What follows belongs to an exercise in optimizing a design on an open flow for small area, a short achievable clock period and few clock cycles per item; a production flow would make more cautious choices.
Power figures rest on the tool's default switching activity, not on a simulated workload.

==> run a <==
==> flow/design.v <==
module par_engine (
  input  wire        clk,
  input  wire        rst,
  input  wire        cmd_valid,
  output reg         cmd_ready,
  input  wire [1:0]  cmd_mode,     
  input  wire [4:0]  cmd_n,        
  input  wire [4:0]  cmd_a,        
  input  wire [4:0]  cmd_b,        
  input  wire [11:0] cmd_cols,     
  input  wire        in_valid,
  output reg         in_ready,
  input  wire [63:0] in_data,
  output reg         out_valid,
  input  wire        out_ready,
  output reg  [63:0] out_data,
  output reg         out_last
);
  localparam [1:0] M_GEN = 2'd0, M_UPD = 2'd1, M_REC = 2'd2;
  localparam [1:0] S_IDLE = 2'd0, S_DEC = 2'd1, S_SET = 2'd2, S_RUN = 2'd3;
  function automatic [7:0] mul_g(input [7:0] x);        
    mul_g = {x[6:0], 1'b0} ^ (x[7] ? 8'h1d : 8'h00);
  endfunction
  function automatic [7:0] mul_ginv(input [7:0] x);     
    mul_ginv = {1'b0, x[7:1]} ^ (x[0] ? 8'h8e : 8'h00);
  endfunction
  function automatic [63:0] mul_w(input [63:0] w, input [7:0] c);
    reg [7:0] cg [0:7];
    reg [7:0] acc;
    integer i, l;
    begin
      cg[0] = c;
      for (i = 1; i < 8; i = i + 1) cg[i] = mul_g(cg[i-1]);
      for (l = 0; l < 8; l = l + 1) begin
        acc = 8'h00;
        for (i = 0; i < 8; i = i + 1)
          if (w[8*l + i]) acc = acc ^ cg[i];
        mul_w[8*l +: 8] = acc;
      end
    end
  endfunction
  function automatic [7:0] gf_exp(input [4:0] e);
    case (e)
      5'd0: gf_exp = 8'h01;
      5'd1: gf_exp = 8'h02;
      5'd2: gf_exp = 8'h04;
      5'd3: gf_exp = 8'h08;
      5'd4: gf_exp = 8'h10;
      5'd5: gf_exp = 8'h20;
      5'd6: gf_exp = 8'h40;
      5'd7: gf_exp = 8'h80;
      5'd8: gf_exp = 8'h1d;
      5'd9: gf_exp = 8'h3a;
      5'd10: gf_exp = 8'h74;
      5'd11: gf_exp = 8'he8;
      5'd12: gf_exp = 8'hcd;
      5'd13: gf_exp = 8'h87;
      5'd14: gf_exp = 8'h13;
      5'd15: gf_exp = 8'h26;
      5'd16: gf_exp = 8'h4c;
      5'd17: gf_exp = 8'h98;
      5'd18: gf_exp = 8'h2d;
      5'd19: gf_exp = 8'h5a;
      5'd20: gf_exp = 8'hb4;
      5'd21: gf_exp = 8'h75;
      5'd22: gf_exp = 8'hea;
      5'd23: gf_exp = 8'hc9;
      5'd24: gf_exp = 8'h8f;
      5'd25: gf_exp = 8'h03;
      5'd26: gf_exp = 8'h06;
      5'd27: gf_exp = 8'h0c;
      5'd28: gf_exp = 8'h18;
      5'd29: gf_exp = 8'h30;
      5'd30: gf_exp = 8'h60;
      5'd31: gf_exp = 8'hc0;
      default: gf_exp = 8'h00;
    endcase
  endfunction
  function automatic [7:0] tab_t(input [4:0] d);
    case (d)
      5'd1:  tab_t = 8'hf4;  5'd2:  tab_t = 8'ha7;  5'd3:  tab_t = 8'h9d;
      5'd4:  tab_t = 8'h72;  5'd5:  tab_t = 8'hed;  5'd6:  tab_t = 8'h5f;
      5'd7:  tab_t = 8'h54;  5'd8:  tab_t = 8'ha0;  5'd9:  tab_t = 8'ha9;
      5'd10: tab_t = 8'hfb;  5'd11: tab_t = 8'h74;  5'd12: tab_t = 8'h85;
      5'd13: tab_t = 8'he4;  5'd14: tab_t = 8'hc0;  5'd15: tab_t = 8'h8a;
      5'd16: tab_t = 8'h67;  5'd17: tab_t = 8'hdc;  5'd18: tab_t = 8'h26;
      5'd19: tab_t = 8'h63;  5'd20: tab_t = 8'hf2;  5'd21: tab_t = 8'he9;
      default: tab_t = 8'h00;
    endcase
  endfunction
  reg [1:0]  state;
  reg [1:0]  mode;
  reg [4:0]  n;               
  reg [4:0]  last_k;          
  reg [4:0]  lo, hi;          
  reg        go_set;          
  reg        t_load;          
  reg        sx;              
  reg        dd;              
  reg        bq;              
  reg        c_first_r;       
  reg        c_two;           
  reg [11:0] cols_left;
  reg [7:0]  alpha, beta;
  reg [4:0]  k;
  reg [7:0]  s;               
  reg [7:0]  c_cur;           
  reg        a_cur;           
  reg        first_cur;       
  reg        last_cur;        
  reg [63:0] acc_a, acc_r;
  reg        full;            
  reg        f_first_r, f_sec_x, f_two, f_last;
  reg [63:0] sec_data;
  reg        sec_valid, sec_last;
  wire rec = (mode == M_REC);
  wire upd = (mode == M_UPD);
  wire cmd_fire = cmd_valid && cmd_ready;
  wire in_fire  = in_valid && in_ready;
  wire cap      = full && !out_valid;
  wire [4:0] k_nx    = last_cur ? 5'd0 : k + 5'd1;
  wire [7:0] s_nx    = last_cur ? alpha : mul_g(s);
  wire       lost_nx = rec && (k_nx == lo || k_nx == hi);
  wire       data_nx = (k_nx < n);
  wire       p_nx    = (k_nx == n);
  wire [7:0] c_nx    = lost_nx ? 8'h00 :
                       data_nx ? (s_nx ^ beta) :
                       p_nx    ? (upd ? 8'h00 : beta) :
                                 (upd ? 8'h01 : alpha);
  wire        r_two   = rec && (hi != 5'd31);
  wire        r_swap  = r_two && (hi < lo);
  wire [4:0]  r_lo    = r_swap ? hi : lo;
  wire [4:0]  r_hi    = r_swap ? lo : hi;
  wire [4:0]  n1      = n + 5'd1;
  wire        a_dt    = (lo < n),  b_dt = (hi < n);
  wire        a_p     = (lo == n), b_p  = (hi == n);
  wire        a_q     = (lo == n1), b_q = (hi == n1);
  wire        r_lo_dt = r_swap ? b_dt : a_dt;
  wire        r_hi_p  = r_swap ? a_p : b_p;
  wire        r_hi_q  = r_swap ? a_q : b_q;
  wire        r_dd    = r_two && r_lo_dt && !r_hi_p && !r_hi_q;
  wire        r_sx    = r_two && r_lo_dt && !r_hi_q;
  wire        r_dq    = r_two && r_lo_dt && r_hi_q;
  wire        r_lost0 = rec && (lo == 5'd0 || (r_two && hi == 5'd0));
  wire        set_done = !t_load && !(sx && k != lo);
  wire        lost0    = rec && (lo == 5'd0 || hi == 5'd0);
  wire        run_end  = in_fire && last_cur && (cols_left == 12'd1);
  reg [1:0] state_nx;
  always @* begin
    state_nx = state;
    case (state)
      S_IDLE: if (cmd_fire) state_nx = S_DEC;
      S_DEC:  state_nx = go_set ? S_SET : S_RUN;
      S_SET:  if (set_done) state_nx = S_RUN;
      S_RUN:  if (run_end) state_nx = S_IDLE;
      default: state_nx = S_IDLE;
    endcase
  end
  wire full_nx      = (in_fire && last_cur) ? 1'b1 : cap ? 1'b0 : full;
  wire out_valid_nx = cap ? 1'b1 :
                      (out_valid && out_ready && !sec_valid) ? 1'b0 : out_valid;
  wire run_nx       = (state == S_DEC && !go_set) || (state == S_SET && set_done) ||
                      (state == S_RUN && !run_end);
  always @(posedge clk) begin
    if (rst) begin
      state     <= S_IDLE;
      cmd_ready <= 1'b1;
      in_ready  <= 1'b0;
      full      <= 1'b0;
      out_valid <= 1'b0;
      out_last  <= 1'b0;
      sec_valid <= 1'b0;
    end else begin
      state     <= state_nx;
      cmd_ready <= (state == S_IDLE && !cmd_fire) || run_end;
      in_ready  <= run_nx && !(full_nx && out_valid_nx);
      full      <= full_nx;
      out_valid <= out_valid_nx;
      case (state)
        S_IDLE: if (cmd_fire) begin
          mode      <= cmd_mode;
          n         <= cmd_n;
          lo        <= cmd_a;
          hi        <= cmd_b;
          cols_left <= cmd_cols;
          go_set    <= (cmd_mode == M_UPD) || (cmd_mode == M_REC && cmd_b != 5'd31);
        end
        S_DEC: begin
          n         <= upd ? 5'd2 : n;
          last_k    <= (mode == M_GEN) ? n - 5'd1 : upd ? 5'd3 : n1;
          lo        <= (rec || upd) ? r_lo : 5'd31;
          hi        <= r_two ? r_hi : 5'd31;
          t_load    <= 1'b1;
          sx        <= r_sx;
          dd        <= r_dd;
          bq        <= upd || r_dq;
          c_two     <= !rec || r_two;
          c_first_r <= rec && (r_two ? r_sx : a_q);
          alpha     <= upd ? 8'h00 : 8'h01;
          beta      <= 8'h00;
          k         <= 5'd0;
          s         <= upd ? 8'h00 : 8'h01;
          c_cur     <= r_lost0 ? 8'h00 : 8'h01;
          a_cur     <= !r_lost0;
          first_cur <= 1'b1;
          last_cur  <= 1'b0;
        end
        S_SET: begin
          if (t_load) begin
            if (dd) alpha <= tab_t(hi - lo);
            if (dd) beta  <= tab_t(hi - lo) ^ 8'h01;
            if (bq) beta  <= gf_exp(lo);
            t_load <= 1'b0;
          end else begin
            if (sx && k != lo) alpha <= mul_ginv(alpha);
            k <= set_done ? 5'd0 : k + 5'd1;
          end
          s     <= alpha;
          c_cur <= lost0 ? 8'h00 : (alpha ^ beta);
          a_cur <= !lost0;
        end
        S_RUN: if (in_fire) begin
          k         <= k_nx;
          s         <= s_nx;
          c_cur     <= c_nx;
          a_cur     <= !lost_nx && (data_nx || p_nx);
          first_cur <= last_cur;
          last_cur  <= (k_nx == last_k);
          if (last_cur) cols_left <= cols_left - 12'd1;
        end
        default: ;
      endcase
      acc_a <= ((in_fire && first_cur) ? 64'd0 : acc_a) ^
               ((in_fire && a_cur) ? in_data : 64'd0);
      if (in_fire)
        acc_r <= (first_cur ? 64'd0 : acc_r) ^ mul_w(in_data, c_cur);
      if (in_fire && last_cur) begin
        f_first_r <= c_first_r;
        f_sec_x   <= sx;
        f_two     <= c_two;
        f_last    <= (cols_left == 12'd1);
      end
      if (cap) begin
        out_data  <= f_first_r ? acc_r : acc_a;
        out_last  <= f_last && !f_two;
        sec_data  <= f_sec_x ? (acc_a ^ acc_r) : acc_r;
        sec_valid <= f_two;
        sec_last  <= f_last;
      end else if (out_valid && out_ready && sec_valid) begin
        out_data  <= sec_data;
        out_last  <= sec_last;
        sec_valid <= 1'b0;
      end
    end
  end
endmodule
==> flow/flow/run.sh <==
#!/bin/bash
set -euo pipefail
bash standard.sh SETUP_SLACK_MARGIN=5.4 \
  "BUFFER_PORTS_ARGS=-buffer_cell sky130_fd_sc_hd__buf_1" finish > make.log 2>&1
==> flow/standard.sh <==
#!/bin/bash
# synth_recipe.tcl (not shown) runs the flow's synth.tcl, then flattens the netlist and writes it again
# the make line also repeats each setting of config.mk as NAME=value (left out here)
make -C /OpenROAD-flow-scripts/flow DESIGN_CONFIG=/design/flow/config.mk WORK_HOME=/design/flow/orfs CLKGATE_MAP_FILE= SYNTH_SCRIPT=/design/flow/synth_recipe.tcl "${@:-finish}"
==> flow/config.mk <==
export PLATFORM = sky130hd
export DESIGN_NAME = par_engine
export DESIGN_NICKNAME = par_engine
export VERILOG_FILES = /design/flow/design.v
export SDC_FILE = /design/flow/constraint.sdc
export NUM_CORES = 4
export LEC_CHECK = 0
export CAP_MARGIN = 20
export CORE_MARGIN = 2
export CORE_UTILIZATION = 55
export SLEW_MARGIN = 20
==> flow/constraint.sdc <==
create_clock -name core_clock -period 8.0 [get_ports {clk}]
set_input_delay 1.6000 -clock core_clock [delete_from_list [all_inputs] [get_ports {clk}]]
set_output_delay 1.6000 -clock core_clock [all_outputs]
set_load 0.01 [all_outputs]
==> run b (differences from run a) <==
==> flow/design.v, changed modules only <==
module par_engine (
  input  wire        clk,
  input  wire        rst,
  input  wire        cmd_valid,
  output reg         cmd_ready,
  input  wire [1:0]  cmd_mode,     
  input  wire [4:0]  cmd_n,        
  input  wire [4:0]  cmd_a,        
  input  wire [4:0]  cmd_b,        
  input  wire [11:0] cmd_cols,     
  input  wire        in_valid,
  output reg         in_ready,
  input  wire [63:0] in_data,
  output reg         out_valid,
  input  wire        out_ready,
  output reg  [63:0] out_data,
  output reg         out_last
);
  localparam [1:0] M_GEN = 2'd0, M_UPD = 2'd1, M_REC = 2'd2;
  localparam [1:0] S_IDLE = 2'd0, S_DEC = 2'd1, S_SET = 2'd2, S_RUN = 2'd3;
  function automatic [7:0] mul_g(input [7:0] x);        
    mul_g = {x[6:0], 1'b0} ^ (x[7] ? 8'h1d : 8'h00);
  endfunction
  function automatic [7:0] mul_ginv(input [7:0] x);     
    mul_ginv = {1'b0, x[7:1]} ^ (x[0] ? 8'h8e : 8'h00);
  endfunction
  function automatic [63:0] mul_w(input [63:0] w, input [7:0] c);
    reg [7:0] cg [0:7];
    reg [7:0] acc;
    integer i, l;
    begin
      cg[0] = c;
      for (i = 1; i < 8; i = i + 1) cg[i] = mul_g(cg[i-1]);
      for (l = 0; l < 8; l = l + 1) begin
        acc = 8'h00;
        for (i = 0; i < 8; i = i + 1)
          if (w[8*l + i]) acc = acc ^ cg[i];
        mul_w[8*l +: 8] = acc;
      end
    end
  endfunction
  function automatic [7:0] tab_t(input [4:0] d);
    case (d)
      5'd1:  tab_t = 8'hf4;  5'd2:  tab_t = 8'ha7;  5'd3:  tab_t = 8'h9d;
      5'd4:  tab_t = 8'h72;  5'd5:  tab_t = 8'hed;  5'd6:  tab_t = 8'h5f;
      5'd7:  tab_t = 8'h54;  5'd8:  tab_t = 8'ha0;  5'd9:  tab_t = 8'ha9;
      5'd10: tab_t = 8'hfb;  5'd11: tab_t = 8'h74;  5'd12: tab_t = 8'h85;
      5'd13: tab_t = 8'he4;  5'd14: tab_t = 8'hc0;  5'd15: tab_t = 8'h8a;
      5'd16: tab_t = 8'h67;  5'd17: tab_t = 8'hdc;  5'd18: tab_t = 8'h26;
      5'd19: tab_t = 8'h63;  5'd20: tab_t = 8'hf2;  5'd21: tab_t = 8'he9;
      default: tab_t = 8'h00;
    endcase
  endfunction
  reg [1:0]  state;
  reg [1:0]  mode;
  reg        rec, upd;
  reg [4:0]  n;               
  reg [4:0]  n_eff;           
  reg [4:0]  last_k;          
  reg [4:0]  lo, hi;          
  reg [4:0]  d;               
  reg        t_load;          
  reg        c_first_r;       
  reg        c_sec_x;         
  reg        c_two;           
  reg [11:0] cols_left;
  reg [4:0]  cnt_a, cnt_b;    
  reg [7:0]  alpha, beta;
  reg [4:0]  k;
  reg [7:0]  s;               
  reg [7:0]  c_cur;           
  reg        a_cur;           
  reg        first_cur;       
  reg        last_cur;        
  reg [63:0] acc_a, acc_r;
  reg        full;            
  reg        f_first_r, f_sec_x, f_two, f_last;
  reg [63:0] sec_data;
  reg        sec_valid, sec_last;
  wire cmd_fire = cmd_valid && cmd_ready;
  wire in_fire  = in_valid && in_ready;
  wire cap      = full && !out_valid;
  wire [4:0] k_nx    = last_cur ? 5'd0 : k + 5'd1;
  wire [7:0] s_nx    = last_cur ? alpha : mul_g(s);
  wire       lost_nx = rec && (k_nx == lo || k_nx == hi);
  wire       data_nx = (k_nx < n_eff);
  wire       p_nx    = (k_nx == n_eff);
  wire [7:0] c_nx    = lost_nx ? 8'h00 :
                       data_nx ? (s_nx ^ beta) :
                       p_nx    ? (upd ? 8'h00 : beta) :
                                 (upd ? 8'h01 : alpha);
  wire        r_rec   = (mode == M_REC);
  wire        r_upd   = (mode == M_UPD);
  wire        r_two   = r_rec && (hi != 5'd31);
  wire        r_swap  = r_two && (hi < lo);
  wire [4:0]  r_lo    = r_swap ? hi : lo;
  wire [4:0]  r_hi    = r_swap ? lo : hi;
  wire [4:0]  r_d     = r_swap ? lo - hi : hi - lo;
  wire [4:0]  n1      = n + 5'd1;
  wire        a_dt    = (lo < n),  b_dt = (hi < n);
  wire        a_p     = (lo == n), b_p  = (hi == n);
  wire        a_q     = (lo == n1), b_q = (hi == n1);
  wire        r_lo_dt = r_swap ? b_dt : a_dt;
  wire        r_hi_p  = r_swap ? a_p : b_p;
  wire        r_hi_q  = r_swap ? a_q : b_q;
  wire        r_lo_q  = a_q;                  
  wire        r_dd    = r_two && r_lo_dt && !r_hi_p && !r_hi_q;
  wire        r_dp    = r_two && r_lo_dt && r_hi_p;
  wire        r_dq    = r_two && r_lo_dt && r_hi_q;
  wire [4:0]  r_cnt_a = (r_dd || r_dp) ? r_lo : 5'd0;
  wire [4:0]  r_cnt_b = r_upd ? lo : r_dq ? r_lo : r_dd ? r_d : 5'd0;
  wire        r_lost0 = r_rec && (lo == 5'd0 || (r_two && hi == 5'd0));
  wire        r_steps = r_dd || (r_cnt_a != 5'd0) || (r_cnt_b != 5'd0);
  wire        set_done = !t_load && cnt_a == 5'd0 && cnt_b == 5'd0;
  wire        run_end  = in_fire && last_cur && (cols_left == 12'd1);
  reg [1:0] state_nx;
  always @* begin
    state_nx = state;
    case (state)
      S_IDLE: if (cmd_fire) state_nx = S_DEC;
      S_DEC:  state_nx = r_steps ? S_SET : S_RUN;
      S_SET:  if (set_done) state_nx = S_RUN;
      S_RUN:  if (run_end) state_nx = S_IDLE;
      default: state_nx = S_IDLE;
    endcase
  end
  wire full_nx      = (in_fire && last_cur) ? 1'b1 : cap ? 1'b0 : full;
  wire out_valid_nx = cap ? 1'b1 :
                      (out_valid && out_ready && !sec_valid) ? 1'b0 : out_valid;
  always @(posedge clk) begin
    if (rst) begin
      state     <= S_IDLE;
      cmd_ready <= 1'b1;
      in_ready  <= 1'b0;
      full      <= 1'b0;
      out_valid <= 1'b0;
      out_last  <= 1'b0;
      sec_valid <= 1'b0;
    end else begin
      state     <= state_nx;
      cmd_ready <= (state_nx == S_IDLE);
      in_ready  <= (state_nx == S_RUN) && !(full_nx && out_valid_nx);
      full      <= full_nx;
      out_valid <= out_valid_nx;
      case (state)
        S_IDLE: if (cmd_fire) begin
          mode      <= cmd_mode;
          n         <= cmd_n;
          lo        <= cmd_a;
          hi        <= cmd_b;
          cols_left <= cmd_cols;
        end
        S_DEC: begin
          rec       <= r_rec;
          upd       <= r_upd;
          n_eff     <= r_upd ? 5'd2 : n;
          last_k    <= (mode == M_GEN) ? n - 5'd1 : r_upd ? 5'd3 : n1;
          lo        <= r_rec ? r_lo : 5'd31;
          hi        <= r_two ? r_hi : 5'd31;
          d         <= r_d;
          t_load    <= r_dd;
          c_two     <= !r_rec || r_two;
          c_first_r <= r_rec && (r_two ? (r_dd || r_dp) : r_lo_q);
          c_sec_x   <= r_dd || r_dp;
          alpha     <= r_upd ? 8'h00 : 8'h01;
          beta      <= (r_upd || r_dq) ? 8'h01 : 8'h00;
          cnt_a     <= r_cnt_a;
          cnt_b     <= r_cnt_b;
          k         <= 5'd0;
          s         <= r_upd ? 8'h00 : 8'h01;
          c_cur     <= r_lost0 ? 8'h00 : 8'h01;
          a_cur     <= !r_lost0;
          first_cur <= 1'b1;
          last_cur  <= 1'b0;
        end
        S_SET: begin
          if (t_load) begin
            alpha  <= tab_t(d);
            beta   <= tab_t(d);
            t_load <= 1'b0;
          end else begin
            if (cnt_a != 5'd0) begin
              alpha <= mul_ginv(alpha);
              cnt_a <= cnt_a - 5'd1;
            end
            if (cnt_b != 5'd0) begin
              beta  <= mul_g(beta);
              cnt_b <= cnt_b - 5'd1;
            end
          end
          s     <= alpha;
          c_cur <= (rec && (lo == 5'd0 || hi == 5'd0)) ? 8'h00 : (alpha ^ beta);
        end
        S_RUN: if (in_fire) begin
          k         <= k_nx;
          s         <= s_nx;
          c_cur     <= c_nx;
          a_cur     <= !lost_nx && (data_nx || p_nx);
          first_cur <= last_cur;
          last_cur  <= (k_nx == last_k);
          if (last_cur) cols_left <= cols_left - 12'd1;
        end
        default: ;
      endcase
      if (in_fire) begin
        acc_a <= (first_cur ? 64'd0 : acc_a) ^ (a_cur ? in_data : 64'd0);
        acc_r <= (first_cur ? 64'd0 : acc_r) ^ mul_w(in_data, c_cur);
      end
      if (in_fire && last_cur) begin
        f_first_r <= c_first_r;
        f_sec_x   <= c_sec_x;
        f_two     <= c_two;
        f_last    <= (cols_left == 12'd1);
      end
      if (cap) begin
        out_data  <= f_first_r ? acc_r : acc_a;
        out_last  <= f_last && !f_two;
        sec_data  <= f_sec_x ? (acc_a ^ acc_r) : acc_r;
        sec_valid <= f_two;
        sec_last  <= f_last;
      end else if (out_valid && out_ready && sec_valid) begin
        out_data  <= sec_data;
        out_last  <= sec_last;
        sec_valid <= 1'b0;
      end
    end
  end
endmodule
==> flow/run.sh (new file) <==
#!/bin/bash
# synth_recipe.tcl (not shown) runs the flow's synth.tcl, then flattens the netlist and writes it again
# the make line also repeats each setting of config.mk as NAME=value (left out here)
make -C /OpenROAD-flow-scripts/flow DESIGN_CONFIG=/design/flow/config.mk WORK_HOME=/design/flow/orfs CLKGATE_MAP_FILE= SYNTH_SCRIPT=/design/flow/synth_recipe.tcl finish
Settings changed: ABC_CLOCK_PERIOD_IN_PS from default to 3000, CORE_UTILIZATION 55 to 50, SETUP_SLACK_MARGIN from default to 4.5.
removed: flow/flow/run.sh
removed: flow/standard.sh
==> run c (differences from run a) <==
==> flow/run.sh (new file) <==
#!/bin/bash
# synth_recipe.tcl (not shown) runs the flow's synth.tcl, then flattens the netlist and writes it again
# the make line also repeats each setting of config.mk as NAME=value (left out here)
make -C /OpenROAD-flow-scripts/flow DESIGN_CONFIG=/design/flow/config.mk WORK_HOME=/design/flow/orfs CLKGATE_MAP_FILE= SYNTH_SCRIPT=/design/flow/synth_recipe.tcl finish
Settings changed: SETUP_SLACK_MARGIN from default to 5.
removed: flow/flow/run.sh
removed: flow/standard.sh
==> run d (differences from run a) <==
--- a/flow/design.v
+++ b/flow/design.v
@@ -41,39 +41,2 @@
   endfunction
-  function automatic [7:0] gf_exp(input [4:0] e);
-    case (e)
-      5'd0: gf_exp = 8'h01;
-      5'd1: gf_exp = 8'h02;
-      5'd2: gf_exp = 8'h04;
-      5'd3: gf_exp = 8'h08;
-      5'd4: gf_exp = 8'h10;
-      5'd5: gf_exp = 8'h20;
-      5'd6: gf_exp = 8'h40;
-      5'd7: gf_exp = 8'h80;
-      5'd8: gf_exp = 8'h1d;
-      5'd9: gf_exp = 8'h3a;
-      5'd10: gf_exp = 8'h74;
-      5'd11: gf_exp = 8'he8;
-      5'd12: gf_exp = 8'hcd;
-      5'd13: gf_exp = 8'h87;
-      5'd14: gf_exp = 8'h13;
-      5'd15: gf_exp = 8'h26;
-      5'd16: gf_exp = 8'h4c;
-      5'd17: gf_exp = 8'h98;
-      5'd18: gf_exp = 8'h2d;
-      5'd19: gf_exp = 8'h5a;
-      5'd20: gf_exp = 8'hb4;
-      5'd21: gf_exp = 8'h75;
-      5'd22: gf_exp = 8'hea;
-      5'd23: gf_exp = 8'hc9;
-      5'd24: gf_exp = 8'h8f;
-      5'd25: gf_exp = 8'h03;
-      5'd26: gf_exp = 8'h06;
-      5'd27: gf_exp = 8'h0c;
-      5'd28: gf_exp = 8'h18;
-      5'd29: gf_exp = 8'h30;
-      5'd30: gf_exp = 8'h60;
-      5'd31: gf_exp = 8'hc0;
-      default: gf_exp = 8'h00;
-    endcase
-  endfunction
   function automatic [7:0] tab_t(input [4:0] d);
@@ -98,3 +61,2 @@
   reg        sx;              
-  reg        dd;              
   reg        bq;              
@@ -144,3 +106,7 @@
   wire        r_lost0 = rec && (lo == 5'd0 || (r_two && hi == 5'd0));
-  wire        set_done = !t_load && !(sx && k != lo);
+  wire        k_lt_lo  = (k < lo);
+  wire        k_lt_hi  = (k < hi);
+  wire        a_step   = sx && k_lt_lo;
+  wire        b_step   = sx ? (!k_lt_lo && k_lt_hi) : (bq && k_lt_lo);
+  wire        set_done = !t_load && (sx ? (k == hi) : bq ? (k == lo) : 1'b1);
   wire        lost0    = rec && (lo == 5'd0 || hi == 5'd0);
@@ -192,5 +158,4 @@
           hi        <= r_two ? r_hi : 5'd31;
-          t_load    <= 1'b1;
+          t_load    <= r_dd;
           sx        <= r_sx;
-          dd        <= r_dd;
           bq        <= upd || r_dq;
@@ -199,3 +164,3 @@
           alpha     <= upd ? 8'h00 : 8'h01;
-          beta      <= 8'h00;
+          beta      <= (upd || r_dq) ? 8'h01 : 8'h00;
           k         <= 5'd0;
@@ -209,8 +174,8 @@
           if (t_load) begin
-            if (dd) alpha <= tab_t(hi - lo);
-            if (dd) beta  <= tab_t(hi - lo) ^ 8'h01;
-            if (bq) beta  <= gf_exp(lo);
+            alpha  <= tab_t(hi - lo);
+            beta   <= tab_t(hi - lo);
             t_load <= 1'b0;
           end else begin
-            if (sx && k != lo) alpha <= mul_ginv(alpha);
+            if (a_step) alpha <= mul_ginv(alpha);
+            if (b_step) beta  <= mul_g(beta);
             k <= set_done ? 5'd0 : k + 5'd1;
==> flow/run.sh (new file) <==
#!/bin/bash
# synth_recipe.tcl (not shown) runs the flow's synth.tcl, then flattens the netlist and writes it again
# the make line also repeats each setting of config.mk as NAME=value (left out here)
make -C /OpenROAD-flow-scripts/flow DESIGN_CONFIG=/design/flow/config.mk WORK_HOME=/design/flow/orfs CLKGATE_MAP_FILE= SYNTH_SCRIPT=/design/flow/synth_recipe.tcl finish
Settings changed: CORE_UTILIZATION 55 to 70, SETUP_SLACK_MARGIN from default to 5, TNS_END_PERCENT from default to 100.
removed: flow/flow/run.sh
removed: flow/standard.sh
==> summary.txt <==
quantity	run b	run d	run a	run c
Status	finished clean	finished clean	finished clean	finished clean
Final Instance Count excl. Fillers	3725	3359	3786	3702
Static power due to leakage	11.1 nW	10.8 nW	12.5 nW	11.6 nW
Setup ws final	4560 ps	5010 ps	4860 ps	4970 ps
Total core area	52900 um2	35700 um2	47500 um2	47500 um2
DRT Pass-1 Iters	6	12	9	6
Hold Startpoint	c_sec_x	c_two	c_first_r	c_first_r
Worst vdd rail ir drop	236 uV	349 uV	330 uV	374 uV
Cell Area, Placed	29000 um2	27300 um2	28100 um2	28400 um2
Area added between synthesis and finish	15.5%	14.4%	24.8%	17.6%
Met2 Resource Use GR	46.6%	65.7%	56.8%	53.6%
Inserted Clock Buffers	45	39	42	43
Part of the Yosys area used for sequential elements	41.6%	40.8%	40.1%	40.1%
Maximum number of pins on one net before global-route repair	129	84	71	66
Power in sequential cells	2.80 mW	2.80 mW	2.87 mW	2.89 mW
Area of the die	55600 um2	38000 um2	49800 um2	49800 um2
Number of cells upsized or downsized after cts	26	149	235	189
Count of routing violations after the opening detailed-route iteration	1697	2282	2362	1931
Power per Cell Area	331 nW/um2	361 nW/um2	406 nW/um2	382 nW/um2
Function was not checked in any run of this note: the RTL went through the layout flow alone.

[port drivers added, routing unchanged]
No port has a modelled driver above. Below, the same layouts with a new extraction and two added sets of constraints. Step 1 (the two cells are an assumption about what drives the block):
set clk [get_ports {clk}]
set_driving_cell -lib_cell sky130_fd_sc_hd__clkbuf_16 $clk
set_driving_cell -lib_cell sky130_fd_sc_hd__buf_2 [delete_from_list [all_inputs] $clk]
Step 2 moves the port delays by t, midway between the first and last clock arrival at a register: inputs arrive t later, outputs are due t later. That takes back most of the time a late clock gives input paths. a / b / c = no drivers / after step 1 / after step 2; a / b = the first two.
run	t (ns)	slack for setup (ns)	hold WS [ns]	worst setup path after step 2
run a	0.637	4.862 / 4.883 / 4.246	0.431 / 0.431 / 0.431	input to register
run b	0.641	4.564 / 4.564 / 4.129	0.420 / 0.420 / 0.420	input to register
run c	0.630	4.966 / 4.971 / 4.341	0.415 / 0.415 / 0.415	input to register
run d	0.597	5.006 / 5.008 / 4.445	0.420 / 0.420 / 0.420	input to register
After both steps setup and hold are still met in every run listed. For run c, which loses most, drivers alone change the setup slack by +0.005 ns; drivers and shift together by -0.625 ns.
